This is an optimization exercise on Yosys and OpenROAD, whose aim is small area, a short achievable clock period and few clock cycles, not a production implementation. Only simulation tests tie the RTL to the original design; equivalence was not proved. No activity file was given, so power comes from the tool's default toggle rates.

Design kn4_anchor_sum, start of the top module:
module kn4_anchor_sum (
    input  wire        clk,
    input  wire        rst,           
    input  wire        in_valid,
    output reg         in_ready,
    input  wire [31:0] in_data,       
    input  wire        in_last,       
    input  wire [15:0] in_rec,        
    input  wire [2:0]  in_rnd,        
    output reg         out_valid,
    input  wire        out_ready,
    output reg  [31:0] out_data,      
    output reg  [3:0]  out_flags,     
    output reg  [8:0]  out_loss,      
    output reg  [47:0] out_sum,       
    output reg  [15:0] out_rec        
);
Size: roughly 3,200 cells after synthesis, about 280 flip-flops, roughly 170 I/O pins, about 23,000 um^2 of cells after synthesis.
export LEC_CHECK = 0
export ABC_AREA = 1
export CAP_MARGIN = 20
export CORE_MARGIN = 2
export CORE_UTILIZATION = 55
export CTS_CLUSTER_DIAMETER = 100
export CTS_CLUSTER_SIZE = 20
export PLACE_DENSITY = 0.6
export SLEW_MARGIN = 20
create_clock -name core_clock -period 12.0 [get_ports {clk}]
standard.sh (not shown) runs the stock make flow with config.mk's settings and CLKGATE_MAP_FILE= SYNTH_SCRIPT=/design/flow/synth_recipe.tcl, a recipe that flattens the netlist after the stock synthesis.
==> flow/flow/run.sh <==
#!/bin/bash
set -euo pipefail
bash standard.sh SETUP_SLACK_MARGIN=7.6 \
  "BUFFER_PORTS_ARGS=-buffer_cell sky130_fd_sc_hd__buf_1" finish > standard.log 2>&1
Testbench counts at the start, summed over its fixed seeds: cycles 18,203.
Rerun with:
--- a/flow/flow/run.sh
+++ b/flow/flow/run.sh
@@ -3 +3 @@
-bash standard.sh SETUP_SLACK_MARGIN=7.6 \
+bash standard.sh SETUP_SLACK_MARGIN=6.9 \
CORE_UTILIZATION = 70   (was 55)
PLACE_DENSITY = 0.75   (was 0.6)
Result:
- The changed run went through all stages and came out clean
- power goes down by 4.0%
- wire length decreases by 3.1%
- design area shrinks by 5.5%
- via count climbs by 4.4%
- sequential power stays flat
- non-clock buffer count drops by 71
- setup slack degrades by 390 ps
- sequential share of layout area goes up by 1.8 points
- maximum frequency decreases by 7.8%
- hold slack hardly moves
Rerun with:
CORE_UTILIZATION = 55   (was 70)
PLACE_DENSITY = 0.6   (was 0.75)
Result: Power went up by 1.1%. Cell count went up by 2.7%. Wire length went down by 2.1%. Die area went up by 27%. Via count went down by 6.8%. Count of clock-buffer cells in the layout went up by 1. Setup slack is better by 240 ps.

========
== job 101 ==
Starting RTL as in the previous note.
==> flow/config.mk <==
export PLATFORM = sky130hd
export DESIGN_NAME = kn4_anchor_sum
export DESIGN_NICKNAME = kn4_anchor_sum
export VERILOG_FILES = /design/flow/design.v
export SDC_FILE = /design/flow/constraint.sdc
export NUM_CORES = 4
export LEC_CHECK = 0
export ABC_AREA = 1
export CAP_MARGIN = 20
export CORE_MARGIN = 2
export CORE_UTILIZATION = 55
export CTS_CLUSTER_DIAMETER = 100
export CTS_CLUSTER_SIZE = 20
export PLACE_DENSITY = 0.6
export SLEW_MARGIN = 20
==> flow/constraint.sdc <==
create_clock -name core_clock -period 12.0 [get_ports {clk}]
set_input_delay 2.4000 -clock core_clock [delete_from_list [all_inputs] [get_ports {clk}]]
set_output_delay 2.4000 -clock core_clock [all_outputs]
set_load 0.01 [all_outputs]
==> flow/flow/run.sh <==
#!/bin/bash
set -euo pipefail
bash standard.sh SETUP_SLACK_MARGIN=7.9 \
  "BUFFER_PORTS_ARGS=-buffer_cell sky130_fd_sc_hd__buf_1" finish > standard.log 2>&1
Testbench counts of job 101, summed over its fixed seeds: cycles 18,203.
## Diff of input files: job 102 against job 101
==> flow/flow/run.sh <==
#!/bin/bash
set -euo pipefail
bash standard.sh SETUP_SLACK_MARGIN=7.1 \
  "BUFFER_PORTS_ARGS=-buffer_cell sky130_fd_sc_hd__buf_1" finish > standard.log 2>&1
[summary]
- Total number of clock tree sinks: job 101 vs job 102 identical
- Looking at non-clock buffering overhead in the final layout, job 102 sits 4.1 points below job 101.
- Maximum frequency, job 101 and job 102, higher one = job 101.
- Compared with job 101, in job 102 first-pass GRT wire length fell about 1.8%; latest clock arrival within the worst-skew pair went up 20 ps; total number of tap cells essentially unchanged.
- In job 102 the detailed-routing wirelength on met1 turned out 3.7% lower than in job 101.
- [compare] base=job 101 new=job 102: wire length has decreased, setup slack has decreased, mean number of vias per cell has decreased.

-- separate check: timing with driven ports --
In the flow no input, the clock included, has a driving cell. The finished layouts below were timed again as built, in two steps.
Step 1 (the two cells are an assumption about what drives the block):
set clk [get_ports {clk}]
set_driving_cell -lib_cell sky130_fd_sc_hd__clkbuf_16 $clk
set_driving_cell -lib_cell sky130_fd_sc_hd__buf_2 [delete_from_list [all_inputs] $clk]
Step 2 adds t to the input delays and takes it off the output delays; t is the mean of the earliest and latest rising clock arrival at the registers after step 1. Input paths then give back, and output paths get back, about the clock's delay inside the block.
a / b / c = ideal ports / drivers / drivers and shift; a / b = the first two.
| run | t, ns | slack for setup (ns) | hold WS [ns] | worst setup path after step 2 | worst slew at a driven data input, ns |
|---|---|---|---|---|---|
| the first run of note 1 | 0.577 | 7.309 / 7.309 / 7.167 | 0.352 / 0.352 / 0.352 | input to register | 0.05 |
| the second run of note 1 | 0.573 | 6.914 / 6.914 / 6.851 | 0.354 / 0.354 / 0.354 | input to register | 0.06 |
| the third run of note 1 | 0.591 | 7.156 / 7.156 / 6.875 | 0.349 / 0.349 / 0.349 | input to register | 0.07 |
| job 101 | 0.568 | 7.482 / 7.482 / 7.304 | 0.346 / 0.346 / 0.346 | input to register | 0.07 |
| job 102 | 0.593 | 7.298 / 7.298 / 6.871 | 0.348 / 0.348 / 0.348 | input to register | 0.07 |
After both steps every run listed still meets setup and hold. The setup slack of job 102, which loses most, moves by 0.000 ns with the drivers and by -0.427 ns with both steps.
